Source: an optimization exercise on an open RTL-to-GDS flow (aim: small area, a short achievable clock period and few clock cycles). Production flows keep margins and buffers that such runs may drop.
RTL that was checked went through simulation tests only; none was proved equivalent to the original.
Only the layout flow was run in run 1; the RTL was not checked for function there.

[flow/flow/run.sh]
#!/bin/bash
# The standard layout (standard synthesis unchanged), with two changes to how
# it is made: repair_timing aims for 8.4 ns of setup slack beyond the
# constraint, and the port buffers are buf_2 cells.
bash standard.sh finish SETUP_SLACK_MARGIN=8.4 \
  "BUFFER_PORTS_ARGS=-buffer_cell sky130_fd_sc_hd__buf_2" > standard.log 2>&1
[flow/standard.sh]
#!/bin/bash
# synth_recipe.tcl (not shown) runs the flow's synth.tcl, then flattens the netlist and writes it again
# the make line also repeats each setting of config.mk as NAME=value (left out here)
make -C /OpenROAD-flow-scripts/flow DESIGN_CONFIG=/design/flow/config.mk WORK_HOME=/design/flow/orfs CLKGATE_MAP_FILE= SYNTH_SCRIPT=/design/flow/synth_recipe.tcl "${@:-finish}"
[flow/config.mk]
export PLATFORM = sky130hd
export DESIGN_NAME = aes_core
export DESIGN_NICKNAME = aes_core
export VERILOG_FILES = /design/flow/design.v
export SDC_FILE = /design/flow/constraint.sdc
export NUM_CORES = 8
export LEC_CHECK = 0
export CAP_MARGIN = 30
export CORE_MARGIN = 2
export CORE_UTILIZATION = 55
export CTS_CLUSTER_DIAMETER = 100
export CTS_CLUSTER_SIZE = 20
export SLEW_MARGIN = 30
export TNS_END_PERCENT = 10
[flow/constraint.sdc]
create_clock -name core_clock -period 11.5 [get_ports {clk}]
set_input_delay 2.3000 -clock core_clock [delete_from_list [all_inputs] [get_ports {clk}]]
set_output_delay 2.3000 -clock core_clock [all_outputs]
set_load 0.01 [all_outputs]
[flow/design.v]
module sbox_a (
    input  wire [7:0]  x,
    output wire [11:0] y      
);
    wire [7:0] e;
    assign e[0] = x[0] ^ x[2] ^ x[5] ^ x[7];
    assign e[1] = x[2] ^ x[5] ^ x[6] ^ x[7];
    assign e[2] = x[2];
    assign e[3] = x[3] ^ x[4];
    assign e[4] = x[1] ^ x[5] ^ x[7];
    assign e[5] = x[2] ^ x[3];
    assign e[6] = x[1] ^ x[4] ^ x[6] ^ x[7];
    assign e[7] = x[5] ^ x[7];
    wire [3:0] h = e[7:4], l = e[3:0];
    wire [6:0] q;
    assign q[0] = (h[0] & l[0]);
    assign q[1] = (h[0] & l[1]) ^ (h[1] & l[0]);
    assign q[2] = (h[0] & l[2]) ^ (h[1] & l[1]) ^ (h[2] & l[0]);
    assign q[3] = (h[0] & l[3]) ^ (h[1] & l[2]) ^ (h[2] & l[1]) ^ (h[3] & l[0]);
    assign q[4] = (h[1] & l[3]) ^ (h[2] & l[2]) ^ (h[3] & l[1]);
    assign q[5] = (h[2] & l[3]) ^ (h[3] & l[2]);
    assign q[6] = (h[3] & l[3]);
    wire [3:0] p = {q[3] ^ q[6], q[2] ^ q[5] ^ q[6], q[1] ^ q[4] ^ q[5], q[0] ^ q[4]};
    wire [3:0] d;
    assign d[0] = p[0] ^ h[2] ^ h[3] ^ l[0] ^ l[2];
    assign d[1] = p[1] ^ h[0] ^ h[1] ^ l[2];
    assign d[2] = p[2] ^ h[1] ^ h[2] ^ l[1] ^ l[3];
    assign d[3] = p[3] ^ h[0] ^ h[1] ^ h[2] ^ l[3];
    assign y = {h, h ^ l, d};
endmodule
module sbox_i (
    input  wire [11:0] x,     
    output wire [11:0] y      
);
    wire [3:0] d = x[3:0];
    wire [3:0] di;
    assign di[0] = (d[0]) ^ (d[1]) ^ (d[2]) ^ (d[0] & d[2]) ^ (d[1] & d[2]) ^ (d[0] & d[1] & d[2]) ^ (d[3]) ^ (d[1] & d[2] & d[3]);
    assign di[1] = (d[0] & d[1]) ^ (d[0] & d[2]) ^ (d[1] & d[2]) ^ (d[3]) ^ (d[1] & d[3]) ^ (d[0] & d[1] & d[3]);
    assign di[2] = (d[0] & d[1]) ^ (d[2]) ^ (d[0] & d[2]) ^ (d[3]) ^ (d[0] & d[3]) ^ (d[0] & d[2] & d[3]);
    assign di[3] = (d[1]) ^ (d[2]) ^ (d[3]) ^ (d[0] & d[3]) ^ (d[1] & d[3]) ^ (d[2] & d[3]) ^ (d[1] & d[2] & d[3]);
    assign y = {x[11:4], di};
endmodule
module sbox_m (
    input  wire [11:0] x,     
    output wire [7:0]  y      
);
    wire [3:0] h = x[11:8], hl = x[7:4], di = x[3:0];
    function automatic [3:0] gmul(input [3:0] a, input [3:0] b);
        reg [6:0] q;
        integer i;
        begin
            q = 7'd0;
            for (i = 0; i < 4; i = i + 1)
                if (b[i]) q = q ^ ({3'd0, a} << i);
            gmul = {q[3] ^ q[6], q[2] ^ q[5] ^ q[6], q[1] ^ q[4] ^ q[5], q[0] ^ q[4]};
        end
    endfunction
    assign y = {gmul(h, di), gmul(hl, di)};
endmodule
module sbox_c (
    input  wire [7:0] x,      
    output wire [7:0] y       
);
    assign y[0] = ~(x[0] ^ x[1] ^ x[2] ^ x[3] ^ x[5] ^ x[7]);
    assign y[1] = ~(x[0] ^ x[1] ^ x[4]);
    assign y[2] = (x[0] ^ x[2] ^ x[3] ^ x[5] ^ x[6] ^ x[7]);
    assign y[3] = (x[0] ^ x[1] ^ x[2] ^ x[3] ^ x[6]);
    assign y[4] = (x[0] ^ x[3] ^ x[4]);
    assign y[5] = ~(x[1] ^ x[2] ^ x[5] ^ x[6]);
    assign y[6] = ~(x[4] ^ x[5] ^ x[6]);
    assign y[7] = (x[1] ^ x[2] ^ x[3]);
endmodule
module aes_core (
    input  wire         clk,
    input  wire         rst,
    input  wire         in_valid,
    output reg          in_ready,
    input  wire         in_aes256,
    input  wire [255:0] in_key,
    input  wire [127:0] in_block,
    output reg          out_valid,
    output reg  [127:0] out_block
);
    reg  [5:0]   t;                 
    reg  [1:0]   ph;                
    reg  [3:0]   w;                 
    reg          m256;              
    reg          v1, v2;            
    reg          lda;               
    reg          lds;               
    reg  [15:0]  eq16;              
    reg          eqv;               
    reg          vld4;              
    reg  [127:0] s0;                
    reg  [191:0] s1;                
    reg  [127:0] s2;                
    reg  [127:0] kp, kq;
    reg  [47:0]  ks1;               
    reg  [31:0]  ks2;               
    wire [5:0] t_fin0 = m256 ? 6'd42 : 6'd30;             
    wire [5:0] t_fin1 = t_fin0 + 6'd2;
    wire [5:0] t_fin2 = t_fin0 + 6'd4;
    wire [5:0] t_end  = v2 ? t_fin2 : v1 ? t_fin1 : t_fin0;
    wire       done   = t == t_end;                      
    wire [127:0] x = s0 ^ kp;
    wire [191:0] s1_d;
    genvar g;
    generate
        for (g = 0; g < 16; g = g + 1) begin : g_sa
            sbox_a u_a (.x(x[127-8*g -: 8]), .y(s1_d[191-12*g -: 12]));
        end
    endgenerate
    wire [47:0] ks1_d;
    generate
        for (g = 0; g < 4; g = g + 1) begin : g_ka
            sbox_a u_a (.x(kp[31-8*g -: 8]), .y(ks1_d[47-12*g -: 12]));
        end
    endgenerate
    wire [127:0] s2_d;
    generate
        for (g = 0; g < 16; g = g + 1) begin : g_sb
            wire [11:0] m;
            sbox_i u_i (.x(s1[191-12*g -: 12]), .y(m));
            sbox_m u_m (.x(m), .y(s2_d[127-8*g -: 8]));
        end
    endgenerate
    wire [31:0] kb;
    generate
        for (g = 0; g < 4; g = g + 1) begin : g_kb
            wire [11:0] m;
            sbox_i u_i (.x(ks1[47-12*g -: 12]), .y(m));
            sbox_m u_m (.x(m), .y(kb[31-8*g -: 8]));
        end
    endgenerate
    wire        rot   = ~m256 | w[0];
    wire [31:0] ks2_d = rot ? {kb[23:0], kb[31:24]} : kb;
    wire [127:0] sb;
    generate
        for (g = 0; g < 16; g = g + 1) begin : g_sc
            sbox_c u_c (.x(s2[127-8*g -: 8]), .y(sb[127-8*g -: 8]));
        end
    endgenerate
    wire [127:0] shifted;
    generate
        for (g = 0; g < 16; g = g + 1) begin : g_shift
            localparam integer R = g % 4;
            localparam integer C = g / 4;
            localparam integer SRC = R + 4 * ((C + R) % 4);
            assign shifted[127-8*g -: 8] = sb[127-8*SRC -: 8];
        end
    endgenerate
    function automatic [7:0] xtime(input [7:0] v);
        xtime = {v[6:0], 1'b0} ^ (v[7] ? 8'h1B : 8'h00);
    endfunction
    wire [127:0] mixed;
    generate
        for (g = 0; g < 4; g = g + 1) begin : g_mix
            wire [7:0] a0 = shifted[127-32*g -: 8];
            wire [7:0] a1 = shifted[119-32*g -: 8];
            wire [7:0] a2 = shifted[111-32*g -: 8];
            wire [7:0] a3 = shifted[103-32*g -: 8];
            assign mixed[127-32*g -: 8] = xtime(a0) ^ (xtime(a1) ^ a1) ^ a2 ^ a3;
            assign mixed[119-32*g -: 8] = a0 ^ xtime(a1) ^ (xtime(a2) ^ a2) ^ a3;
            assign mixed[111-32*g -: 8] = a0 ^ a1 ^ xtime(a2) ^ (xtime(a3) ^ a3);
            assign mixed[103-32*g -: 8] = (xtime(a0) ^ a0) ^ a1 ^ a2 ^ xtime(a3);
        end
    endgenerate
    wire [31:0] ksub;
    generate
        for (g = 0; g < 4; g = g + 1) begin : g_kc
            sbox_c u_c (.x(ks2[31-8*g -: 8]), .y(ksub[31-8*g -: 8]));
        end
    endgenerate
    reg [7:0] rcon;
    always @(*) begin
        case (m256 ? {1'b0, w[3:1]} : w)
            4'd0: rcon = 8'h01;
            4'd1: rcon = 8'h02;
            4'd2: rcon = 8'h04;
            4'd3: rcon = 8'h08;
            4'd4: rcon = 8'h10;
            4'd5: rcon = 8'h20;
            4'd6: rcon = 8'h40;
            4'd7: rcon = 8'h80;
            4'd8: rcon = 8'h1b;
            4'd9: rcon = 8'h36;
            default: rcon = 8'h00;
        endcase
    end
    wire         use_rcon = ~m256 | w[0];
    wire [31:0]  tw   = ksub ^ {(use_rcon ? rcon : 8'h00), 24'd0};
    wire [127:0] base = kq;                 
    wire [31:0]  e0   = base[127:96] ^ tw;
    wire [31:0]  e1   = base[95:64]  ^ e0;
    wire [31:0]  e2   = base[63:32]  ^ e1;
    wire [31:0]  e3   = base[31:0]   ^ e2;
    wire [127:0] e    = {e0, e1, e2, e3};
    wire take   = in_valid & in_ready & ~rst;
    wire take_a = in_valid & lda & ~rst;          
    wire take_b = take & ~lda;                    
    wire [255:0] kdiff = in_key ^ {kp, kq};
    wire [15:0]  eq16_d;
    generate
        for (g = 0; g < 16; g = g + 1) begin : g_eq
            if (g < 8) begin : g_lo
                assign eq16_d[g] = ~|kdiff[16*g+15 -: 16] | ~m256;
            end else begin : g_hi
                assign eq16_d[g] = ~|kdiff[16*g+15 -: 16];
            end
        end
    endgenerate
    wire [5:0] t_n  = take_a ? 6'd1 : (t == 6'd0 | done) ? 6'd0 : t + 6'd1;
    wire       v1_n = ~take_a & (v1 | (take_b & (t == 6'd3)));
    wire       v2_n = ~take_a & (v2 | (take_b & (t == 6'd7)));
    wire       m256_n = take_a ? in_aes256 : m256;
    wire [5:0] fin0_n = m256_n ? 6'd42 : 6'd30;
    wire [5:0] end_n  = v2_n ? fin0_n + 6'd4 : v1_n ? fin0_n + 6'd2 : fin0_n;
    wire       lda_n  = (t_n == 6'd0) | (t_n == end_n);
    wire       ldb_n  = in_valid & eqv & (&eq16) & ((t_n == 6'd3) | (t_n == 6'd7 & v1_n));
    always @(posedge clk) begin
        s1  <= s1_d;
        s2  <= s2_d;
        ks1 <= ks1_d;
        ks2 <= ks2_d;
        s0 <= lds ? in_block : mixed;
        lds <= lda_n | (t_n == 6'd2) | (t_n == 6'd4);
        eq16 <= eq16_d;
        out_block <= shifted ^ (ph == 2'd2 ? e : kq);
        if (lda) begin
            m256 <= in_aes256;
            kp   <= in_key[255:128];
            kq   <= in_key[127:0];
            ph   <= 2'd0;
            w    <= 4'd0;
        end else begin
            kq <= (ph == 2'd1 && !m256) ? kq : kp;
            if (ph == 2'd2)
                kp <= (m256 && w == 4'd0) ? kq : e;
            else
                kp <= kq;
            ph <= (ph == 2'd2) ? 2'd0 : ph + 2'd1;
            w  <= (ph == 2'd2) ? w + 4'd1 : w;
        end
        if (rst) begin
            t         <= 6'd0;
            v1        <= 1'b0;
            v2        <= 1'b0;
            out_valid <= 1'b0;
            in_ready  <= 1'b0;
            lda       <= 1'b0;
            eqv       <= 1'b0;
            vld4      <= 1'b0;
        end else begin
            vld4      <= in_valid & (t == 6'd4);
            eqv       <= in_valid & (in_aes256 == m256) & ((t == 6'd1) | (t == 6'd5 & vld4));
            t         <= t_n;
            v1        <= v1_n;
            v2        <= v2_n;
            out_valid <= (t != 6'd0) & ((t == t_fin0) | (v1 & t == t_fin1) | (v2 & t == t_fin2));
            lda       <= lda_n;
            in_ready  <= lda_n | ldb_n;
        end
    end
endmodule
==> results of run 1 <==
[stage by stage]
step / utilization (%) / hold WS (ns) / cell area (sq um) / setup slack, ns
after floorplan: - / 0.4195 / 62580 / 7.371
after global placement: 59.13 / 0.4325 / 66620 / 6.829
after detailed placement: 59.17 / 0.4409 / 66650 / 6.915
after CTS: 60.84 / 0.4581 / 68540 / 7.750
after global routing: 61.12 / 0.4961 / 68860 / 7.722
final: 61.15 / 0.4615 / 68890 / 7.814
[final cells by class]
cell class                 count  area share, %
clock buffer                  94          2.332
tap                         1500          2.724
clock inverter                 3        0.04178
antenna                       14        0.05086
inverter                     170         0.9318
sequential                   949          29.55
timing repair buffer         578          4.799
multi-input combinational   5485          59.57
[sequential cells by signal (all words and copies together) (netlist names), 4 cells and up]
| name | flops |
|---|---|
| ks1 | 48 |
| s1 | 192 |
| t | 6 |
| ks2 | 32 |
| kp | 128 |
| s0 | 128 |
| kq | 128 |
| out_block | 128 |
| eq16 | 16 |
| s2 | 128 |
| w | 4 |
[synth_stat cells, types with 4 or more instances]
master    number  area, sq um
fa_1          20        400.4
nand3_1       29        145.1
xor2_1       856         7497
a21boi_0      15        112.6
a21oi_1      114        570.6
xor2_2        18        292.8
buf_2         20        100.1
a21boi_2       4        45.04
mux2i_1       25        250.2
or2_1          7        43.79
nand2b_1      37        231.5
dfxtp_1      820        16420
buf_1          7        26.28
nand2_1     1019         3825
mux2_2       168         1892
xnor3_1       20        450.4
a22oi_1       82        615.6
nor2_1       284         1066
a311oi_1       5        43.79
or2_2          8        50.05
nor4_1        45        281.5
o21ai_0      405         2027
a211oi_1      15        112.6
inv_2          4        15.01
edfxtp_1     129         3874
a311oi_2       9        135.1
nand4_1       48        300.3
nor2b_1       19        118.9
a31oi_1       16        100.1
and3_1         6        37.54
xnor2_2       49        797.0
xnor2_1     1836        16080
clkbuf_1     173        649.4
nor3b_1       12        90.09
inv_1        164        615.6
o22ai_1        8        50.05
or3_1          5        31.28
a21o_1        21        157.7
nor3_1        20        100.1
and2_1        18        112.6
o21ai_1       35        175.2
ha_1         152         1902
xor3_1         4        95.09
[layer usage]
metal,wire length (um),GRT usage (%),vias up
li1,-,-,22830
met1,87910,47.45,22880
met2,92680,54.64,1965
met3,17510,5.678,422
met4,11290,16.45,34
met5,233,0,-
[cell families (layout without fill, tap and decap cells)]
logic type               Yosys count  count (layout)  share of synthesized area [%]
XOR/XNOR                        2786            2786                          40.45
AND/OR/NAND/NOR                 1570            1570                          10.51
flip-flops                       949             949                          32.45
AO/OA/AOI/OAI                    763             763                          7.156
buffers and inverters            373             845                          2.303
multiplexers                     194             194                          3.444
adder cells (fa/ha/maj)          172             172                          3.682
other                              0              14                              0
[worst reg2reg max path, stage by stage (launching register included)]
cell and delay (ns):
edfxtp_1 0.38, buf_6 0.24, or3_1 0.42, mux2_2 0.28
o32ai_1 0.18, xnor2_1 0.25, xnor2_1 0.74, nand2_1 0.21
a21boi_1 0.26, xnor2_1 0.37
[what timing repair did]
action	4_1_cts	5_1_grt
buffers inserted	5	10
gates cloned	0	0
pin swaps	6	8
resized for setup	61	35
endpoints found under the setup margin	256	309
hold endpoints to repair	0	0
[worst paths after layout]
path,depth (start not counted),slack [ns],endpoint,start
hold / removal,1,0.46,ph[0]$_SDFF_PP0_,ph[0]$_SDFF_PP0_
setup reg to reg,9,8.08,out_block[58]$_DFF_P_,m256$_DFFE_PP_
hold reg to reg,1,0.46,ph[0]$_SDFF_PP0_,ph[0]$_SDFF_PP0_
setup / recovery,13,7.81,in_ready$_SDFF_PP0_,rst
==> impl_results.rst, run 1 <==
.. list-table::
   :header-rows: 1

   * - Metric
     - Value
   * - Wire length of the first global-routing pass
     - 302400 um
   * - DR DRC count
     - 0
   * - Register clock-pin slew on the reported worst setup and hold paths
     - 0.09 ns
   * - Kind of start point of the critical path
     - input pin
   * - Inst Count DP
     - 8666
   * - # IOs
     - 518
   * - Worst slew pin tran
     - 1.090 ns
   * - Number of endpoints with negative hold slack in the final report
     - 0
   * - Critical Path End Type
     - register
   * - Kind of cell with the highest combined delay on the critical path
     - compound AO/OA/AOI/OAI gates
   * - Most common library cell in the layout ignoring fill and taps
     - xnor2_1
   * - Number of cells produced by synthesis
     - 6807
   * - Number of flops mapped to enable cells by yosys
     - 129
   * - Number of vias per cell after detailed routing
     - about 5.5
   * - Status
     - complete, no violations
   * - Crit path buf inv count
     - 1
   * - Slowest cell on crit path
     - ha_4
   * - Final min period
     - between 3 and 4 ns
   * - Filler Cell Count
     - 10110
   * - Global-route usage over all layers
     - 35.03%
   * - Ordered list of cells on the worst path
     - buf_12 -> nor2b_4 -> and2_4 -> nand3_2 -> a21o_1 -> ha_4 -> xor2_1 -> o221ai_1 -> a21oi_1 -> o2111ai_1 -> a311oi_2 -> a21oi_2 -> o21ai_1
   * - Data required time of the worst path
     - 12.12 ns
   * - Via count
     - about 48000
   * - Antenna violations before repair
     - 28
   * - Synthesized area divided by synthesized cell count
     - a little over 9 sq um
   * - Synthesis-to-layout area growth
     - 10.17%
   * - First-pass DRT Iterations
     - 6
   * - Fin crit share
     - 32.06%
   * - Setup violators final
     - 0
   * - Worst clock skew on the final layout
     - around 0.027 ns
   * - Yosys Warn Count
     - 2
   * - Multi-input logic area
     - slightly above 40000 sq um
   * - Vias in the first global route
     - 45440
   * - Number of max-cap violations
     - 0
   * - Worst slew margin relative to its limit
     - 26.83%
   * - Hold-fix buffer count after cts
     - 0
   * - Wirelength per Cell
     - ~24 um
   * - Effective utilization at floorplan
     - 55.51%
   * - Proportion of layout cells with a drive suffix above 1
     - 13.52%
   * - Arrival time reported for the critical path endpoint
     - 4.31 ns
   * - Area of the die
     - between 100000 and 150000 sq um
   * - Drt initial violations
     - between 4000 and 5000
   * - Number of placement rows
     - approximately 120
   * - Post-synthesis register bit count
     - 949
   * - Port Buf Inserts
     - 517
   * - Overflow left after global routing
     - 0
   * - Clk sink count
     - about 950
   * - Hold Crit Class
     - reg -> reg
   * - RSZ-0062 raised after global routing
     - yes
   * - Die Height
     - approximately 340 um
   * - Final ANT Viol Nets
     - 0
   * - Clock tree root buffer cell
     - clkbuf_16
   * - Post-synthesis async set-or-reset flop share
     - 0%
   * - Highest clock frequency the design can meet
     - 0.2713 GHz
   * - Clock Tree Buf Depth
     - 3
   * - Net count of the finished layout
     - 7798
   * - Worst setup path class
     - in -> reg
   * - Maximum single-stage delay on the critical path
     - 0.28 ns
   * - RePlAce Congestion
     - 1.009
   * - Max H-tree Level
     - 2
   * - Area of the core region
     - 112700 sq um
   * - Footprint of the flip-flops and latches
     - just over 20000 sq um
   * - Final cell count without fillers
     - 8793
   * - Chip width
     - 341.2 um
   * - Setup Total Neg Slack
     - 0 ns
   * - Total length of routed wires
     - 209600 um
   * - Sequential-to-total area share from yosys stat
     - 32.45%
   * - Number of buffers created by CTS
     - 54
   * - Post-synth net total
     - 7367
   * - Most used cells in the layout excluding fill and tap cells
     - xnor2_1 (1826), nand2_1 (1017), xor2_1 (852)
   * - Clock latency (worst-skew pair)
     - ~0.71 ns
   * - Main synth FF type
     - dfxtp_1
   * - Pin count of the biggest net entering global routing
     - 99
   * - Synthesized cell area
     - ~63000 sq um
   * - Clock tree from TritonCTS
     - done
   * - Count of pins over their slew limit
     - 0
   * - Critical path peak fanout
     - 4
   * - HPWL Detailed
     - 170400 um
   * - Netlist cell types
     - 82
==> inputs of run 2 (changes only) <==
--- a/flow/design.v
+++ b/flow/design.v
@@ -211,10 +211,9 @@
     endgenerate
-    wire [5:0] t_n  = take_a ? 6'd1 : (t == 6'd0 | done) ? 6'd0 : t + 6'd1;
-    wire       v1_n = ~take_a & (v1 | (take_b & (t == 6'd3)));
-    wire       v2_n = ~take_a & (v2 | (take_b & (t == 6'd7)));
-    wire       m256_n = take_a ? in_aes256 : m256;
-    wire [5:0] fin0_n = m256_n ? 6'd42 : 6'd30;
-    wire [5:0] end_n  = v2_n ? fin0_n + 6'd4 : v1_n ? fin0_n + 6'd2 : fin0_n;
-    wire       lda_n  = (t_n == 6'd0) | (t_n == end_n);
-    wire       ldb_n  = in_valid & eqv & (&eq16) & ((t_n == 6'd3) | (t_n == 6'd7 & v1_n));
+    wire [5:0] t_nt   = (t == 6'd0 | done) ? 6'd0 : t + 6'd1;
+    wire       lda_nt = (t_nt == 6'd0) | (t_nt == t_end);
+    wire [5:0] t_n    = take_a ? 6'd1 : t_nt;
+    wire       v1_n   = ~take_a & (v1 | (take_b & (t == 6'd3)));
+    wire       v2_n   = ~take_a & (v2 | (take_b & (t == 6'd7)));
+    wire       lda_n  = ~take_a & lda_nt;
+    wire       ldb_n  = in_valid & eqv & (&eq16) & ((t == 6'd2) | (t == 6'd6 & v1));
     always @(posedge clk) begin
@@ -225,3 +224,3 @@
         s0 <= lds ? in_block : mixed;
-        lds <= lda_n | (t_n == 6'd2) | (t_n == 6'd4);
+        lds <= lda_nt | (t == 6'd1) | (t == 6'd3);
         eq16 <= eq16_d;
==> flow/flow/run.sh (replaced) <==
#!/bin/bash
# The standard layout (standard synthesis unchanged), with two changes to how
# it is made: repair_timing aims for 8.2 ns of setup slack beyond the
# constraint, and the port buffers are buf_2 cells.
bash standard.sh finish SETUP_SLACK_MARGIN=8.2 \
  "BUFFER_PORTS_ARGS=-buffer_cell sky130_fd_sc_hd__buf_2" > standard.log 2>&1
==> run 2 against run 1 <==
Area after synthesis shrank 0.72%. Register-to-register slack gained 0.03 ns. Final cell count shrank 0.42%. Flip-flop and latch count is the same. Via count grew 0.50%. Sequential share of layout area grew 0.24 points. Still clean on timing, DRC and antenna. Routed wire length grew 4.8%. Count of clock-buffer cells in the layout shrank 2. First-iteration DRC count grew 18%. Highest routed layer unchanged.
==> impl_results.rst, run 2 <==
.. list-table::
   :header-rows: 1

   * - Metric
     - Value
   * - Status
     - complete, no violations (unchanged)
   * - Critical path peak fanout
     - 1 (was 4)
   * - Drt initial violations
     - 4830 (was 4106)
   * - Port Buf Inserts
     - 517 (unchanged)
   * - Clock Tree Buf Depth
     - 3 (unchanged)
   * - DR DRC count
     - 0 (unchanged)
   * - M1 GR Usage
     - 50.03% (was 47.45%)
   * - HPWL Detailed
     - 178600 um (was 170400 um)
   * - Synthesized area divided by synthesized cell count
     - 9.188 sq um (was 9.186 sq um)
   * - RePlAce Congestion
     - 1.025 (was 1.009)
   * - Slowest cell on crit path
     - dfxtp_2 (was ha_4)
   * - Most common library cell in the layout ignoring fill and taps
     - xnor2_1 (unchanged)
   * - Filler Cell Count
     - 9973 (was 10110)
   * - Antenna violations before repair
     - 40 (was 28)
   * - Fin crit share
     - 30.62% (was 32.06%)
   * - Worst hold slack across all endpoints
     - 0.4550 ns (was 0.4615 ns)
   * - Clock latency (worst-skew pair)
     - 0.71 ns (about the same)
   * - Kind of cell with the highest combined delay on the critical path
     - flip-flops (was compound AO/OA/AOI/OAI gates)
   * - Data required time of the worst path
     - 9.20 ns (was 12.12 ns)
   * - Post-synthesis register bit count
     - 949 (unchanged)
   * - Main synth FF type
     - dfxtp_1 (unchanged)
   * - Area of the die
     - 115600 sq um (was 116400 sq um)
   * - Vias in the first global route
     - 45870 (was 45440)
   * - Worst slew pin tran
     - 1.105 ns (was 1.090 ns)
   * - Met3 Resource Use GR
     - 7.367% (was 5.678%)
   * - Clk sink count
     - 949 (unchanged)
   * - Chip width
     - 340.0 um (was 341.2 um)
   * - # IOs
     - 518 (unchanged)
   * - Total cell area at the placement stage
     - 66320 sq um (was 66650 sq um)
   * - Number of endpoints with negative hold slack in the final report
     - 0 (unchanged)
   * - Library cell with the highest instance count after synthesis
     - xnor2_1 (unchanged)
   * - Area of the core region
     - 112200 sq um (was 112700 sq um)
   * - Hold-fix buffer count after cts
     - 0 (unchanged)
   * - Maximum single-stage delay on the critical path
     - 0.39 ns (was 0.28 ns)
   * - Largest register by flop count
     - s1 (unchanged)
   * - Crit path buf inv count
     - 1 (unchanged)
   * - Synthesized cell area
     - 62080 sq um (was 62530 sq um)
   * - Area fraction of the dominant cell type after synthesis
     - 26.44% (was 26.25%)
   * - Pin count of the biggest net entering global routing
     - 86 (was 99)
   * - Reg2reg setup slack
     - 8.11 ns (was 8.08 ns)
   * - Kind of start point of the critical path
     - register (was input pin)
   * - Wirelength per Cell
     - 25.08 um (was 23.84 um)
   * - Final Cell Area
     - 68330 sq um (was 68890 sq um)
   * - Critical Path End Type
     - output pin (was register)
   * - Global-route usage over all layers
     - 36.91% (was 35.03%)
   * - Number of flops mapped to enable cells by yosys
     - 129 (unchanged)
   * - Via count
     - 48370 (was 48130)
   * - Register clock-pin slew on the reported worst setup and hold paths
     - 0.10 ns (was 0.09 ns)
   * - Clock tree from TritonCTS
     - done (unchanged)
   * - Final ANT Viol Nets
     - 0 (unchanged)
   * - Most instantiated cells after synthesis
     - xnor2_1 (1858), nand2_1 (1035), xor2_1 (882) (was xnor2_1 (1836), nand2_1 (1019), xor2_1 (856))
   * - Worst clock skew on the final layout
     - 0.04052 ns (was 0.02697 ns)
   * - Cell taking the most area after synthesis
     - dfxtp_1 (unchanged)
   * - Count of pins over their slew limit
     - 0 (unchanged)
   * - Number of vias per cell after detailed routing
     - 5.524 (was 5.473)
   * - Clock tree root buffer cell
     - clkbuf_16 (unchanged)
   * - Hold Crit Class
     - reg -> reg (unchanged)
   * - Setup Total Neg Slack
     - 0 ns (unchanged)
   * - Post-synth net total
     - 7314 (was 7367)
   * - Yosys Warn Count
     - 2 (unchanged)
   * - Die Height
     - 340.0 um (was 341.2 um)
   * - Number of flip-flops in the largest register
     - 192 (unchanged)
   * - Net count of the finished layout
     - 7750 (was 7798)
   * - Wire length of the first global-routing pass
     - 313200 um (was 302400 um)
   * - Post-synthesis async set-or-reset flop share
     - 0% (unchanged)
   * - RSZ-0062 raised after global routing
     - yes (unchanged)
   * - Overflow left after global routing
     - 0 (unchanged)
   * - Worst slew margin relative to its limit
     - 25.83% (was 26.83%)
   * - Number of max-cap violations
     - 0 (unchanged)
   * - Total length of routed wires
     - 219600 um (was 209600 um)
   * - Global Route met2 Usage
     - 56.82% (was 54.64%)
   * - Number of placement rows
     - 123 (unchanged)
   * - Most used routing layer
     - met2 (unchanged)
   * - Number of buffers created by CTS
     - 55 (was 54)
   * - Worst setup path class
     - reg -> out (was in -> reg)
   * - Sequential-to-total area share from yosys stat
     - 32.68% (was 32.45%)
   * - Highest clock frequency the design can meet
     - 0.2840 GHz (was 0.2713 GHz)
   * - Synthesis-to-layout area growth
     - 10.07% (was 10.17%)
   * - Ordered list of cells on the worst path
     - buf_6 (was buf_12 -> nor2b_4 -> and2_4 -> nand3_2 -> a21o_1 -> ha_4 -> xor2_1 -> o221ai_1 -> a21oi_1 -> o2111ai_1 -> a311oi_2 -> a21oi_2 -> o21ai_1)
   * - Max H-tree Level
     - 2 (unchanged)
   * - Effective utilization at floorplan
     - 55.33% (was 55.51%)
   * - Netlist cell types
     - 75 (was 82)
   * - Proportion of layout cells with a drive suffix above 1
     - 13.12% (was 13.52%)
   * - Most used cells in the layout excluding fill and tap cells
     - xnor2_1 (1847), nand2_1 (1033), xor2_1 (881) (was xnor2_1 (1826), nand2_1 (1017), xor2_1 (852))
   * - Leading post-synthesis cells by cell area
     - dfxtp_1 (26%), xnor2_1 (26%), xor2_1 (12%) (unchanged)
   * - Number of cells produced by synthesis
     - 6756 (was 6807)
   * - Arrival time reported for the critical path endpoint
     - 1.22 ns (was 4.31 ns)
   * - Final min period
     - 3.522 ns (was 3.686 ns)
   * - Setup violators final
     - 0 (unchanged)
   * - First-pass DRT Iterations
     - 5 (was 6)
## run 2: cell count changes after synthesis, moves of 11 or more
cell and delta:
xor2_2 -11, nand3_1 -19, nor2_1 -16, nand2_1 +16
xnor2_2 -24, xnor2_1 +22, o21ai_0 -20, o21ai_1 -27
xor2_1 +26
## run 2: final timing paths
kind                                       startpoint                to  cells after the start
worst min register to register       ph[0]$_SDFF_PP0_  ph[0]$_SDFF_PP0_                      1
worst max register to register         m256$_DFFE_PP_   kp[126]$_DFF_P_                      9
worst max-delay path            out_block[62]$_DFF_P_     out_block[62]                      1
worst min-delay path                 ph[0]$_SDFF_PP0_  ph[0]$_SDFF_PP0_                      1
## run 2: metrics by stage
stage | setup slack, ns | cells | utilization [%]
2_1_floorplan | 8.546 | 6756 | -
3_3_place_gp | 7.620 | 8634 | 59.06
3_5_place_dp | 7.593 | 8634 | 59.11
4_1_cts | 7.970 | 8735 | 60.72
5_1_grt | 7.971 | 8741 | 60.87
6_report | 7.978 | 8756 | 60.90
## run 2: logic make-up after synthesis
family,after synthesis,share of synthesized area (%)
fa+ha+maj,171,3.684
compound gates,722,6.895
mux,198,3.545
xor+xnor,2799,40.50
buf+inv,362,2.243
flops,949,32.68
simple gates,1555,10.45
## run 2: metal layers
metal	vias to the layer above	share of wire (%)	wire (um)
met1	23190	42	91970
met2	2044	44	96110
met3	443	9.1	20070
li1	22660	-	-
met4	30	5.1	11290
met5	-	0.086	189
## run 2: final cells by class
class / instances / area, sq um / area share [%]
diodes: 21 / 52.55 / 0.07691
clock buffers: 92 / 1588 / 2.324
clock inverters: 8 / 83.83 / 0.1227
inverters: 162 / 608.1 / 0.8899
multi-input cells: 5445 / 40540 / 59.33
flip-flops and latches: 949 / 20360 / 29.79
well taps: 1500 / 1877 / 2.747
repair buffers: 579 / 3223 / 4.717
## run 2: what timing repair did
item                                    CTS  global route
gates resized for setup                  49            37
buffers inserted                          1             0
endpoints found under the setup margin  212           184
Testbench counts of run 2, summed over its fixed seeds: cycles 66,868.
==> inputs of run 3 (changes only) <==
==> flow/flow/run.sh (replaced) <==
#!/bin/bash
# The standard layout (standard synthesis unchanged), with two changes to how
# it is made: repair_timing aims for 8.35 ns of setup slack beyond the
# constraint, and the port buffers are buf_2 cells.
bash standard.sh finish SETUP_SLACK_MARGIN=8.35 \
  "BUFFER_PORTS_ARGS=-buffer_cell sky130_fd_sc_hd__buf_2" > standard.log 2>&1
--- a/flow/config.mk
+++ b/flow/config.mk
@@ -9,3 +9,3 @@
 export CORE_MARGIN = 2
-export CORE_UTILIZATION = 55
+export CORE_UTILIZATION = 65
 export CTS_CLUSTER_DIAMETER = 100
==> run 3 against run 2 <==
Die area is 15% lower. Setup slack better by 0.013 ns. Global-route usage is 4.4 points higher. Still clean. Critical path depth unchanged. Area after synthesis did not move. Sequential share of layout area increased by 0.24 points. Final cell count decreased by 3.1%. Routed wire length decreased by 4.5%.
==> impl_results.rst, run 3 <==
.. list-table::
   :header-rows: 1

   * - Metric
     - Value
   * - Status
     - complete, no violations (unchanged)
   * - Pin count of the biggest net entering global routing
     - 207 (was 86)
   * - HPWL Detailed
     - 167800 um (was 178600 um)
   * - Post-synthesis register bit count
     - 949 (unchanged)
   * - Final ANT Viol Nets
     - 0 (unchanged)
   * - Critical path peak fanout
     - 1 (unchanged)
   * - Number of max-cap violations
     - 0 (unchanged)
   * - Sequential-to-total area share from yosys stat
     - 32.68% (unchanged)
   * - Area fraction of the dominant cell type after synthesis
     - 26.44% (unchanged)
   * - Clk sink count
     - 949 (unchanged)
   * - Netlist cell types
     - 75 (unchanged)
   * - Setup violators final
     - 0 (unchanged)
   * - Critical Path End Type
     - output pin (unchanged)
   * - Highest clock frequency the design can meet
     - 0.2850 GHz (was 0.2840 GHz)
   * - Kind of cell with the highest combined delay on the critical path
     - flip-flops (unchanged)
   * - Worst clock skew on the final layout
     - 0.04499 ns (was 0.04052 ns)
   * - Count of pins over their slew limit
     - 0 (unchanged)
   * - Yosys Warn Count
     - 2 (unchanged)
   * - Worst slew margin relative to its limit
     - 26.04% (was 25.83%)
   * - Area of the core region
     - 94870 sq um (was 112200 sq um)
   * - Length of routed met3 wiring
     - 22070 um (was 20070 um)
   * - Post-CTS repair timing setup buffer count
     - 0 (was 1)
   * - Fin crit share
     - 30.51% (was 30.62%)
   * - # IOs
     - 518 (unchanged)
   * - Port Buf Inserts
     - 517 (unchanged)
   * - Clock Tree Buf Depth
     - 3 (unchanged)
   * - Largest register by flop count
     - s1 (unchanged)
   * - Maximum single-stage delay on the critical path
     - 0.40 ns (was 0.39 ns)
   * - Clock latency (worst-skew pair)
     - 0.71 ns (about the same)
   * - Number of placement rows
     - 113 (was 123)
   * - Number of vias per cell after detailed routing
     - 5.804 (was 5.524)
   * - Kind of start point of the critical path
     - register (unchanged)
   * - Max H-tree Level
     - 2 (unchanged)
   * - Wire length of the first global-routing pass
     - 300700 um (was 313200 um)
   * - Via count
     - 49240 (was 48370)
   * - Post-synth net total
     - 7314 (unchanged)
   * - Worst slack at placement
     - 7.977 ns (was 7.593 ns)
   * - Antenna violations before repair
     - 41 (was 40)
   * - Drt initial violations
     - 5908 (was 4830)
   * - Most instantiated cells after synthesis
     - xnor2_1 (1858), nand2_1 (1035), xor2_1 (882) (unchanged)
   * - Final min period
     - 3.509 ns (was 3.522 ns)
   * - Detailed-routed wire length on met2
     - 90130 um (was 96110 um)
   * - Library cell with the highest instance count after synthesis
     - xnor2_1 (unchanged)
   * - Synthesized area divided by synthesized cell count
     - 9.188 sq um (unchanged)
   * - First-pass DRT Iterations
     - 6 (was 5)
   * - Ordered list of cells on the worst path
     - buf_6 (unchanged)
   * - Wirelength per Cell
     - 24.72 um (was 25.08 um)
   * - Net count of the finished layout
     - 7724 (was 7750)
   * - Slowest cell on crit path
     - dfxtp_4 (was dfxtp_2)
   * - Number of cells produced by synthesis
     - 6756 (unchanged)
   * - Number of flip-flops in the largest register
     - 192 (unchanged)
   * - Number of endpoints with negative hold slack in the final report
     - 0 (unchanged)
   * - Leading post-synthesis cells by cell area
     - dfxtp_1 (26%), xnor2_1 (26%), xor2_1 (12%) (unchanged)
   * - Global-route usage over all layers
     - 41.35% (was 36.91%)
   * - Crit path buf inv count
     - 1 (unchanged)
   * - Number of stages on the worst setup path
     - 1 (unchanged)
   * - Die Height
     - 313.0 um (was 340.0 um)
   * - Number of flops mapped to enable cells by yosys
     - 129 (unchanged)
   * - Area of the die
     - 97990 sq um (was 115600 sq um)
   * - Top metal layer carrying routed signals
     - met5 (unchanged)
   * - Hold path depth
     - 1 (unchanged)
   * - DR DRC count
     - 0 (unchanged)
   * - RePlAce Congestion
     - 1.087 (was 1.025)
   * - Vias in the first global route
     - 46680 (was 45870)
   * - Clock tree from TritonCTS
     - done (unchanged)
   * - Post-route setup slack
     - 7.991 ns (was 7.978 ns)
   * - R2r worst-path depth
     - 8 (was 9)
   * - Overflow left after global routing
     - 0 (unchanged)
   * - Register clock-pin slew on the reported worst setup and hold paths
     - 0.09 ns (was 0.10 ns)
   * - RSZ-0062 raised after global routing
     - yes (unchanged)
   * - Clock tree root buffer cell
     - clkbuf_16 (unchanged)
   * - Proportion of layout cells with a drive suffix above 1
     - 12.91% (was 13.12%)
   * - Post-synthesis async set-or-reset flop share
     - 0% (unchanged)
   * - Worst setup path class
     - reg -> out (unchanged)
   * - Chip width
     - 313.0 um (was 340.0 um)
   * - Number of buffers created by CTS
     - 53 (was 55)
   * - Effective utilization at floorplan
     - 65.43% (was 55.33%)
   * - Wire length on met1
     - 82350 um (was 91970 um)
   * - Total length of routed wires
     - 209700 um (was 219600 um)
   * - Worst slew pin tran
     - 1.109 ns (was 1.105 ns)
   * - Most used cells in the layout excluding fill and tap cells
     - xnor2_1 (1844), nand2_1 (1033), xor2_1 (880) (was xnor2_1 (1847), nand2_1 (1033), xor2_1 (881))
   * - Main synth FF type
     - dfxtp_1 (unchanged)
   * - Cell taking the most area after synthesis
     - dfxtp_1 (unchanged)
   * - Data required time of the worst path
     - 9.20 ns (about the same)
   * - Arrival time reported for the critical path endpoint
     - 1.21 ns (was 1.22 ns)
   * - Setup Total Neg Slack
     - 0 ns (unchanged)
   * - Synthesis-to-layout area growth
     - 9.324% (was 10.07%)
   * - Hold Crit Class
     - reg -> reg (unchanged)
   * - Synthesized cell area
     - 62080 sq um (unchanged)
   * - Most common library cell in the layout ignoring fill and taps
     - xnor2_1 (unchanged)
-- run 3: per-layer routing --
metal | track usage [%] | up-vias
li1 | - | 22590
met1 | 54.29 | 23310
met2 | 62.37 | 2672
met3 | 8.892 | 639
met4 | 25.23 | 26
met5 | 0 | -
-- run 3: final cells by class --
type                       count  area, sq um
antenna                       20        50.05
clock buffer                  85         1510
clock inverter                 2        15.01
fill                        7552        27000
inverter                     162        608.1
multi-input combinational   5447        40620
sequential                   949        20380
tap                         1265         1583
timing repair buffer         553         3095
-- run 3: final timing paths --
| path | from | endpoint | slack, ns |
|---|---|---|---|
| worst min register to register | ph[0]$_SDFF_PP0_ | ph[0]$_SDFF_PP0_ | 0.47 |
| worst max-delay path | out_block[92]$_DFF_P_ | out_block[92] | 7.99 |
| worst min-delay path | ph[0]$_SDFF_PP0_ | ph[0]$_SDFF_PP0_ | 0.47 |
| worst max register to register | ph[0]$_SDFF_PP0_ | kp[14]$_DFF_P_ | 8.09 |
-- run 3: logic make-up (layout without fill, tap and decap cells) --
logic type	after synthesis	count (layout)	synth area share [%]
AOI/OAI and AO/OA	722	722	6.895
buffers and inverters	362	802	2.243
adders and majority gates	171	171	3.684
other	0	20	0
DFF	949	949	32.68
and+or+nand+nor	1555	1557	10.45
xor gates and xnor gates	2799	2799	40.50
muxes	198	198	3.545
-- run 3: timing repair --
| action | 4_1_cts | 5_1_grt |
|---|---|---|
| hold buffers | 0 | 0 |
| setup endpoints to repair | 175 | 254 |
| gates cloned | 0 | 2 |
| gates resized for setup | 61 | 45 |
-- run 3: metrics by stage --
stage / std cells / util [%] / hold slack (ns) / instance area, sq um
floorplan: 6756 / - / 0.4195 / 62080
global placement: 8372 / 69.34 / 0.4299 / 65780
detailed placement: 8372 / 69.41 / 0.4480 / 65850
CTS: 8459 / 71.20 / 0.4617 / 67550
global route: 8474 / 71.51 / 0.4777 / 67840
finish: 8483 / 71.54 / 0.4707 / 67870
==> inputs of run 4 (changes only) <==
--- a/flow/config.mk
+++ b/flow/config.mk
@@ -9,3 +9,3 @@
 export CORE_MARGIN = 2
-export CORE_UTILIZATION = 65
+export CORE_UTILIZATION = 55
 export CTS_CLUSTER_DIAMETER = 100
==> run 4 against run 3 <==
Still clean on timing, DRC and antenna. Via count shrank 1.6%. Worst hold slack lost 0.010 ns. Global-route usage shrank 4.3 points. Routed wire length grew 5.1%. Largest cell class unchanged.
==> impl_results.rst, run 4 <==
.. list-table::
   :header-rows: 1

   * - Metric
     - Value
   * - Netlist cell types
     - 75 (unchanged)
   * - Critical Path End Type
     - output pin (unchanged)
   * - Wirelength per Cell
     - 25.17 um (was 24.72 um)
   * - Number of flip-flops in the largest register
     - 192 (unchanged)
   * - Register clock-pin slew on the reported worst setup and hold paths
     - 0.09 ns (about the same)
   * - Clock latency (worst-skew pair)
     - 0.71 ns (about the same)
   * - Vias in the first global route
     - 45930 (was 46680)
   * - Ordered list of cells on the worst path
     - buf_6 (unchanged)
   * - Drt initial violations
     - 4867 (was 5908)
   * - RePlAce Congestion
     - 1.025 (was 1.087)
   * - Top metal layer carrying routed signals
     - met5 (unchanged)
   * - Area fraction of the dominant cell type after synthesis
     - 26.44% (unchanged)
   * - Max H-tree Level
     - 2 (unchanged)
   * - Maximum single-stage delay on the critical path
     - 0.38 ns (was 0.40 ns)
   * - Wire length on met1
     - 91980 um (was 82350 um)
   * - Status
     - complete, no violations (unchanged)
   * - RSZ-0062 raised after global routing
     - yes (unchanged)
   * - Worst hold slack across all endpoints
     - 0.4606 ns (was 0.4707 ns)
   * - Main synth FF type
     - dfxtp_1 (unchanged)
   * - Worst slack at placement
     - 7.593 ns (was 7.977 ns)
   * - # IOs
     - 518 (unchanged)
   * - Chip width
     - 340.0 um (was 313.0 um)
   * - Clock Tree Buf Depth
     - 3 (unchanged)
   * - Worst slew pin tran
     - 1.117 ns (was 1.109 ns)
   * - Arrival time reported for the critical path endpoint
     - 1.21 ns (about the same)
   * - Post-synth net total
     - 7314 (unchanged)
   * - Slowest cell on crit path
     - dfxtp_2 (was dfxtp_4)
   * - Hold EP
     - ph[0]$_SDFF_PP0_ (unchanged)
   * - Net count of the finished layout
     - 7751 (was 7724)
   * - Kind of cell with the highest combined delay on the critical path
     - flip-flops (unchanged)
   * - Reg2reg setup slack
     - 8.12 ns (was 8.09 ns)
   * - Synthesized area divided by synthesized cell count
     - 9.188 sq um (unchanged)
   * - Area of the die
     - 115600 sq um (was 97990 sq um)
   * - Most instantiated cells after synthesis
     - xnor2_1 (1858), nand2_1 (1035), xor2_1 (882) (unchanged)
   * - Overflow left after global routing
     - 0 (unchanged)
   * - Worst setup path class
     - reg -> out (unchanged)
   * - Crit path buf inv count
     - 1 (unchanged)
   * - Global-route usage over all layers
     - 37.02% (was 41.35%)
   * - Post-synthesis register bit count
     - 949 (unchanged)
   * - Yosys Warn Count
     - 2 (unchanged)
   * - Clock tree from TritonCTS
     - done (unchanged)
   * - Length of routed met3 wiring
     - 20480 um (was 22070 um)
   * - Worst slew margin relative to its limit
     - 25.01% (was 26.04%)
   * - Final cell count without fillers
     - 8755 (was 8483)
   * - Effective utilization at floorplan
     - 55.33% (was 65.43%)
   * - Synthesized cell area
     - 62080 sq um (unchanged)
   * - Worst reg2reg path endpoint
     - kp[2]$_DFF_P_ (was kp[14]$_DFF_P_)
   * - HPWL Detailed
     - 178600 um (was 167800 um)
   * - Highest clock frequency the design can meet
     - 0.2850 GHz (about the same)
   * - Wire length of the first global-routing pass
     - 313900 um (was 300700 um)
   * - Clk sink count
     - 949 (unchanged)
   * - Most common library cell in the layout ignoring fill and taps
     - xnor2_1 (unchanged)
   * - Number of flops mapped to enable cells by yosys
     - 129 (unchanged)
   * - Post-synthesis async set-or-reset flop share
     - 0% (unchanged)
   * - Sequential-to-total area share from yosys stat
     - 32.68% (unchanged)
   * - Post-route setup slack
     - 7.991 ns (about the same)
   * - Final min period
     - 3.509 ns (about the same)
   * - DR DRC count
     - 0 (unchanged)
   * - Port Buf Inserts
     - 517 (unchanged)
   * - Number of vias per cell after detailed routing
     - 5.531 (was 5.804)
   * - Clock tree root buffer cell
     - clkbuf_16 (unchanged)
   * - Number of placement rows
     - 123 (was 113)
   * - Hold-fix buffer count after cts
     - 0 (unchanged)
   * - Die Height
     - 340.0 um (was 313.0 um)
   * - Inst Count DP
     - 8634 (was 8372)
   * - Worst clock skew on the final layout
     - 0.03568 ns (was 0.04499 ns)
   * - First-pass DRT Iterations
     - 6 (unchanged)
   * - R2r worst-path depth
     - 8 (unchanged)
   * - Number of max-cap violations
     - 0 (unchanged)
   * - Kind of start point of the critical path
     - register (unchanged)
   * - Most used cells in the layout excluding fill and tap cells
     - xnor2_1 (1846), nand2_1 (1033), xor2_1 (881) (was xnor2_1 (1844), nand2_1 (1033), xor2_1 (880))
   * - Hold path depth
     - 1 (unchanged)
   * - Hold Path Origin
     - ph[0]$_SDFF_PP0_ (unchanged)
   * - Count of pins over their slew limit
     - 0 (unchanged)
   * - Antenna violations before repair
     - 40 (was 41)
   * - Final Cell Area
     - 68410 sq um (was 67870 sq um)
   * - Detailed-routed wire length on met2
     - 95910 um (was 90130 um)
   * - Total length of routed wires
     - 220300 um (was 209700 um)
   * - Critical path peak fanout
     - 1 (unchanged)
   * - Area of the core region
     - 112200 sq um (was 94870 sq um)
   * - Setup violators final
     - 0 (unchanged)
   * - Fin crit share
     - 30.51% (about the same)
   * - Hold Crit Class
     - reg -> reg (unchanged)
   * - Total cell area at the placement stage
     - 66320 sq um (was 65850 sq um)
   * - Cell taking the most area after synthesis
     - dfxtp_1 (unchanged)
   * - Synthesis-to-layout area growth
     - 10.20% (was 9.324%)
   * - Library cell with the highest instance count after synthesis
     - xnor2_1 (unchanged)
   * - Number of endpoints with negative hold slack in the final report
     - 0 (unchanged)
   * - Leading post-synthesis cells by cell area
     - dfxtp_1 (26%), xnor2_1 (26%), xor2_1 (12%) (unchanged)
   * - Via count
     - 48430 (was 49240)
   * - Number of cells produced by synthesis
     - 6756 (unchanged)
   * - Data required time of the worst path
     - 9.20 ns (about the same)
   * - Number of buffers created by CTS
     - 55 (was 53)
   * - Proportion of layout cells with a drive suffix above 1
     - 13.21% (was 12.91%)
   * - Largest register by flop count
     - s1 (unchanged)
   * - Final ANT Viol Nets
     - 0 (unchanged)
   * - Start of the worst register-to-register path
     - ks2[5]$_DFF_P_ (was ph[0]$_SDFF_PP0_)
   * - Setup Total Neg Slack
     - 0 ns (unchanged)
   * - Pin count of the biggest net entering global routing
     - 86 (was 207)
-- run 4: cell count changes in the layout (fill, tap and decap cells not counted), moves of 3 or more --
cell and delta:
buf_4 +26, clkinv_2 +3, clkbuf_1 +3, dfxtp_1 +5
clkbuf_8 +3, buf_12 -3, buf_2 +4, dfxtp_4 -3
buf_6 -3
-- run 4: repair_timing --
item,CTS,global route
gates resized for setup,51,51
gates cloned,1,0
setup endpoints to repair,244,235
buffers inserted,1,0
-- run 4: cells by family after synthesis --
kind of cell	synth area share, %
AND/OR/NAND/NOR	10.45
XOR/XNOR	40.50
buffers and inverters	2.243
adder cells (fa/ha/maj)	3.684
AO/OA/AOI/OAI	6.895
multiplexers	3.545
flip-flops	32.68
-- run 4: metrics by stage --
stage / util, %
final: 60.97
after global routing: 60.95
after CTS: 60.76
after detailed placement: 59.11
after global placement: 59.06
after floorplan: -
-- run 4: layer usage --
metal | vias up | GRT usage, %
li1 | 22670 | -
met1 | 23150 | 50.04
met2 | 2132 | 56.92
met3 | 447 | 7.501
met4 | 30 | 16.91
met5 | - | 0
-- run 4: cell type report --
cell class / count / area, sq um
Tap cell: 1500 / 1877
Fill cell: 9965 / 43780
Clock buffer: 92 / 1588
Timing Repair Buffer: 580 / 3292
Sequential cell: 949 / 20370
Clock inverter: 8 / 83.83
Antenna cell: 19 / 47.55
Inverter: 162 / 608.1
Multi-Input combinational cell: 5445 / 40550
-- run 4: how the worst max path moves through the flow --
| stage | start | endpoint | slack [ns] | cells after the start |
|---|---|---|---|---|
| 2_1_floorplan | in_valid | t[2]$_SDFF_PP0_ | 8.55 | 3 |
| 3_3_place_gp | m256$_DFFE_PP_ | kp[126]$_DFF_P_ | 7.62 | 9 |
| 3_5_place_dp | m256$_DFFE_PP_ | kp[126]$_DFF_P_ | 7.59 | 9 |
| 4_1_cts | out_block[34]$_DFF_P_ | out_block[34] | 7.97 | 1 |
| 5_1_grt | out_block[34]$_DFF_P_ | out_block[34] | 7.97 | 1 |
| 6_report | out_block[62]$_DFF_P_ | out_block[62] | 7.99 | 1 |
==> inputs of run 5 (changes only) <==
==> flow/flow/run.sh (replaced) <==
#!/bin/bash
# Layout flow: the standard flow with three changes to how the layout is
# made (the design, constraints and checks are unchanged):
#  - synthesis is the standard flow's own synthesis script, except that ABC maps the
#    logic with flow/abc.script (area-oriented mapping, no buffering or
#    sizing: the placer's repair does that with real wire loads). Registers
#    are mapped before ABC runs, so they are the standard synthesis's.
#  - repair_timing aims for 8.35 ns of setup slack beyond the constraint;
#  - the port buffers are buf_2 cells.
set -e
here=$PWD
{
  echo 'proc abc {args} {'
  echo '  set i [lsearch -exact $args -script]'
  echo "  if {\$i >= 0} { lset args [expr {\$i + 1}] $here/flow/abc.script }"
  echo '  yosys abc {*}$args'
  echo '}'
  cat synth_recipe.tcl
} > my_synth.tcl
args=(SYNTH_SCRIPT=$here/my_synth.tcl SETUP_SLACK_MARGIN=8.35
      "BUFFER_PORTS_ARGS=-buffer_cell sky130_fd_sc_hd__buf_2")
bash standard.sh synth "${args[@]}" > synth.log 2>&1
bash standard.sh finish "${args[@]}" > standard.log 2>&1
==> flow/flow/abc.script (new file) <==
&get -n
&st
&dch
&nf -R 1000
&put
==> run 5 against run 4 <==
Via count fell by 3.1%. Worst hold slack about the same. Final cell count increased by 0.42%. Highest routed layer unchanged. Flip-flop and latch count stayed put. Count of clock-buffer cells in the layout shrank 2.
==> impl_results.rst, run 5 <==
.. list-table::
   :header-rows: 1

   * - Metric
     - Value
   * - Status
     - complete, no violations (unchanged)
   * - Chip width
     - 336.6 um (was 340.0 um)
   * - Slowest cell on crit path
     - dfxtp_4 (was dfxtp_2)
   * - Proportion of layout cells with a drive suffix above 1
     - 9.871% (was 13.21%)
   * - Critical path peak fanout
     - 1 (unchanged)
   * - Number of max-cap violations
     - 0 (unchanged)
   * - Total length of routed wires
     - 204500 um (was 220300 um)
   * - Post-synth net total
     - 7155 (was 7314)
   * - Port Buf Inserts
     - 517 (unchanged)
   * - Vias in the first global route
     - 44520 (was 45930)
   * - Leading post-synthesis cells by cell area
     - xnor2_1 (30%), dfxtp_1 (27%), xor2_1 (12%) (was dfxtp_1 (26%), xnor2_1 (26%), xor2_1 (12%))
   * - Fin crit share
     - 30.59% (was 30.51%)
   * - Pin count of the biggest net entering global routing
     - 156 (was 86)
   * - Hold Crit Class
     - reg -> reg (unchanged)
   * - Reg2reg setup slack
     - 8.16 ns (was 8.12 ns)
   * - Drt initial violations
     - 4130 (was 4867)
   * - Number of buffers created by CTS
     - 54 (was 55)
   * - Clock tree from TritonCTS
     - done (unchanged)
   * - Number of flops mapped to enable cells by yosys
     - 129 (unchanged)
   * - Number of placement rows
     - 122 (was 123)
   * - Worst setup path class
     - reg -> out (unchanged)
   * - Clock Tree Buf Depth
     - 3 (unchanged)
   * - Most used cells in the layout excluding fill and tap cells
     - xnor2_1 (2109), nand2_1 (1147), xor2_1 (854) (was xnor2_1 (1846), nand2_1 (1033), xor2_1 (881))
   * - First-pass DRT Iterations
     - 6 (unchanged)
   * - Overflow left after global routing
     - 0 (unchanged)
   * - Clock tree root buffer cell
     - clkbuf_16 (unchanged)
   * - Hold path depth
     - 1 (unchanged)
   * - Number of flip-flops in the largest register
     - 192 (unchanged)
   * - Clock latency (worst-skew pair)
     - 0.70 ns (was 0.71 ns)
   * - Effective utilization at floorplan
     - 55.21% (was 55.33%)
   * - RePlAce Congestion
     - 0.9588 (was 1.025)
   * - Worst hold slack across all endpoints
     - 0.4607 ns (was 0.4606 ns)
   * - Main synth FF type
     - dfxtp_1 (unchanged)
   * - Crit path buf inv count
     - 1 (unchanged)
   * - Final min period
     - 3.518 ns (was 3.509 ns)
   * - Setup Total Neg Slack
     - 0 ns (unchanged)
   * - Library cell with the highest instance count after synthesis
     - xnor2_1 (unchanged)
   * - Area of the core region
     - 110200 sq um (was 112200 sq um)
   * - Worst slew margin relative to its limit
     - 27.58% (was 25.01%)
   * - Highest clock frequency the design can meet
     - 0.2843 GHz (was 0.2850 GHz)
   * - # IOs
     - 518 (unchanged)
   * - Wirelength per Cell
     - 23.26 um (was 25.17 um)
   * - Die Height
     - 336.6 um (was 340.0 um)
   * - RSZ-0062 raised after global routing
     - yes (unchanged)
   * - Antenna violations before repair
     - 13 (was 40)
   * - Setup violators final
     - 0 (unchanged)
   * - Kind of start point of the critical path
     - register (unchanged)
   * - Count of pins over their slew limit
     - 0 (unchanged)
   * - Via count
     - 46930 (was 48430)
   * - Arrival time reported for the critical path endpoint
     - 1.22 ns (was 1.21 ns)
   * - Maximum single-stage delay on the critical path
     - 0.41 ns (was 0.38 ns)
   * - Synthesized cell area
     - 60840 sq um (was 62080 sq um)
   * - Largest register by flop count
     - s1 (unchanged)
   * - Synthesis-to-layout area growth
     - 11.80% (was 10.20%)
   * - Worst clock skew on the final layout
     - 0.02636 ns (was 0.03568 ns)
   * - Area of the die
     - 113300 sq um (was 115600 sq um)
   * - Hold EP
     - ph[0]$_SDFF_PP0_ (unchanged)
   * - DR DRC count
     - 0 (unchanged)
   * - Final Util
     - 61.72% (was 60.97%)
   * - Netlist cell types
     - 39 (was 75)
   * - Max H-tree Level
     - 2 (unchanged)
   * - Global-route usage over all layers
     - 35.29% (was 37.02%)
   * - Start of the worst register-to-register path
     - s2[10]$_DFF_P_ (was ks2[5]$_DFF_P_)
   * - Post-synthesis async set-or-reset flop share
     - 0% (unchanged)
   * - Register clock-pin slew on the reported worst setup and hold paths
     - 0.09 ns (about the same)
   * - Clk sink count
     - 949 (unchanged)
   * - Area fraction of the dominant cell type after synthesis
     - 30.49% (was 26.44%)
   * - Worst reg2reg path endpoint
     - s0[81]$_DFF_P_ (was kp[2]$_DFF_P_)
   * - Synthesized area divided by synthesized cell count
     - 9.223 sq um (was 9.188 sq um)
   * - Number of cells produced by synthesis
     - 6597 (was 6756)
   * - Post-synthesis register bit count
     - 949 (unchanged)
   * - Number of vias per cell after detailed routing
     - 5.338 (was 5.531)
   * - Worst slew pin tran
     - 1.075 ns (was 1.117 ns)
   * - Critical Path End Type
     - output pin (unchanged)
   * - Most instantiated cells after synthesis
     - xnor2_1 (2118), nand2_1 (1149), xor2_1 (855) (was xnor2_1 (1858), nand2_1 (1035), xor2_1 (882))
   * - Number of endpoints with negative hold slack in the final report
     - 0 (unchanged)
   * - Most common library cell in the layout ignoring fill and taps
     - xnor2_1 (unchanged)
   * - Wire length of the first global-routing pass
     - 294600 um (was 313900 um)
   * - Final ANT Viol Nets
     - 0 (unchanged)
   * - Yosys Warn Count
     - 2 (unchanged)
   * - Net count of the finished layout
     - 7814 (was 7751)
   * - Data required time of the worst path
     - 9.20 ns (about the same)
   * - HPWL Detailed
     - 166400 um (was 178600 um)
   * - Ordered list of cells on the worst path
     - buf_6 (unchanged)
   * - Cell taking the most area after synthesis
     - xnor2_1 (was dfxtp_1)
   * - R2r worst-path depth
     - 7 (was 8)
   * - Sequential-to-total area share from yosys stat
     - 33.35% (was 32.68%)
   * - Hold Path Origin
     - ph[0]$_SDFF_PP0_ (unchanged)
   * - Kind of cell with the highest combined delay on the critical path
     - flip-flops (unchanged)
[run 5: worst max path at each step]
stage,from,end,slack [ns],depth (start not counted)
3_5_place_dp,in_key[187],eq16[11]$_DFF_P_,7.72,5
2_1_floorplan,ph[0]$_SDFF_PP0_,kp[69]$_DFF_P_,7.39,7
6_report,out_block[95]$_DFF_P_,out_block[95],7.98,1
3_3_place_gp,in_key[49],eq16[3]$_DFF_P_,7.70,5
5_1_grt,out_block[95]$_DFF_P_,out_block[95],7.95,1
4_1_cts,out_block[95]$_DFF_P_,out_block[95],7.94,1
[run 5: stage by stage]
step           instance area [sq um]  std cells  setup WS, ns
4_1_cts                        67870       8781         7.944
6_report                       68030       8792         7.982
3_3_place_gp                   66000       8686         7.705
2_1_floorplan                  60870       6597         7.394
5_1_grt                        68010       8786         7.946
3_5_place_dp                   66040       8686         7.719
[run 5: routing by layer]
metal	share of wire, %	global-route usage (%)	vias to the layer above	wire length [um]
met1	43	47.23	22340	87210
li1	-	-	22440	-
met3	7.1	5.205	401	14510
met4	5.7	16.84	10	11640
met2	45	55.91	1736	91090
met5	0.031	0	-	63
[run 5: final cells by class]
type                       count  area [sq um]
multi-input combinational   5458         39960
tap                         1488          1862
inverter                     190         714.4
clock buffer                  90          1572
antenna                       10         25.02
sequential                   949         20360
fill                        9891         42180
clock inverter                 4         52.55
timing repair buffer         603          3483
[run 5: timing repair]
| action | 4_1_cts | 5_1_grt |
|---|---|---|
| hold buffers | 0 | 0 |
| gates resized for setup | 60 | 32 |
| setup buffers | 1 | 0 |
| endpoints found under the hold margin | 0 | 0 |
| endpoints found under the setup margin | 255 | 207 |
[run 5: kinds of logic after synthesis]
logic type,after synthesis,share of synthesized area [%]
flops,949,33.35
buf+inv,190,1.172
mux,156,2.830
compound gates,558,5.003
xor+xnor,2981,43.09
simple gates,1593,10.81
fa+ha+maj,170,3.743

## afterwards: timing with drivers on the ports
Ports are ideal in the flow. The routed layouts listed here were re-timed in OpenROAD. Step 1: set_driving_cell puts a clkbuf_16 on clk and a buf_2 on each other input, an assumption about the parent block. Step 2 adds t to the input delays and takes it off the output delays; t is the mean of the earliest and latest rising clock arrival at the registers after step 1. Input paths then give back, and output paths get back, about the clock's delay inside the block. Slacks: no drivers / after step 1 / after step 2; pairs: no drivers / after step 1.
run	shift t [ns]	slack for setup (ns)	hold WS [ns]	worst setup path after step 2	pins driven straight from the clock port
run 1	0.770	7.814 / 7.847 / 7.076	0.461 / 0.461 / 0.461	input to register	1
run 2	0.770	7.978 / 7.901 / 7.805	0.455 / 0.455 / 0.455	input to register	1
run 3	0.762	7.991 / 7.914 / 7.915	0.471 / 0.471 / 0.471	input to register	1
run 4	0.770	7.991 / 7.914 / 7.768	0.461 / 0.461 / 0.461	input to register	1
run 5	0.764	7.982 / 7.905 / 7.638	0.461 / 0.461 / 0.461	input to register	1
After both steps every run listed still meets setup and hold. For run 1, which loses most, drivers alone change the setup slack by +0.033 ns; drivers and shift together by -0.738 ns.
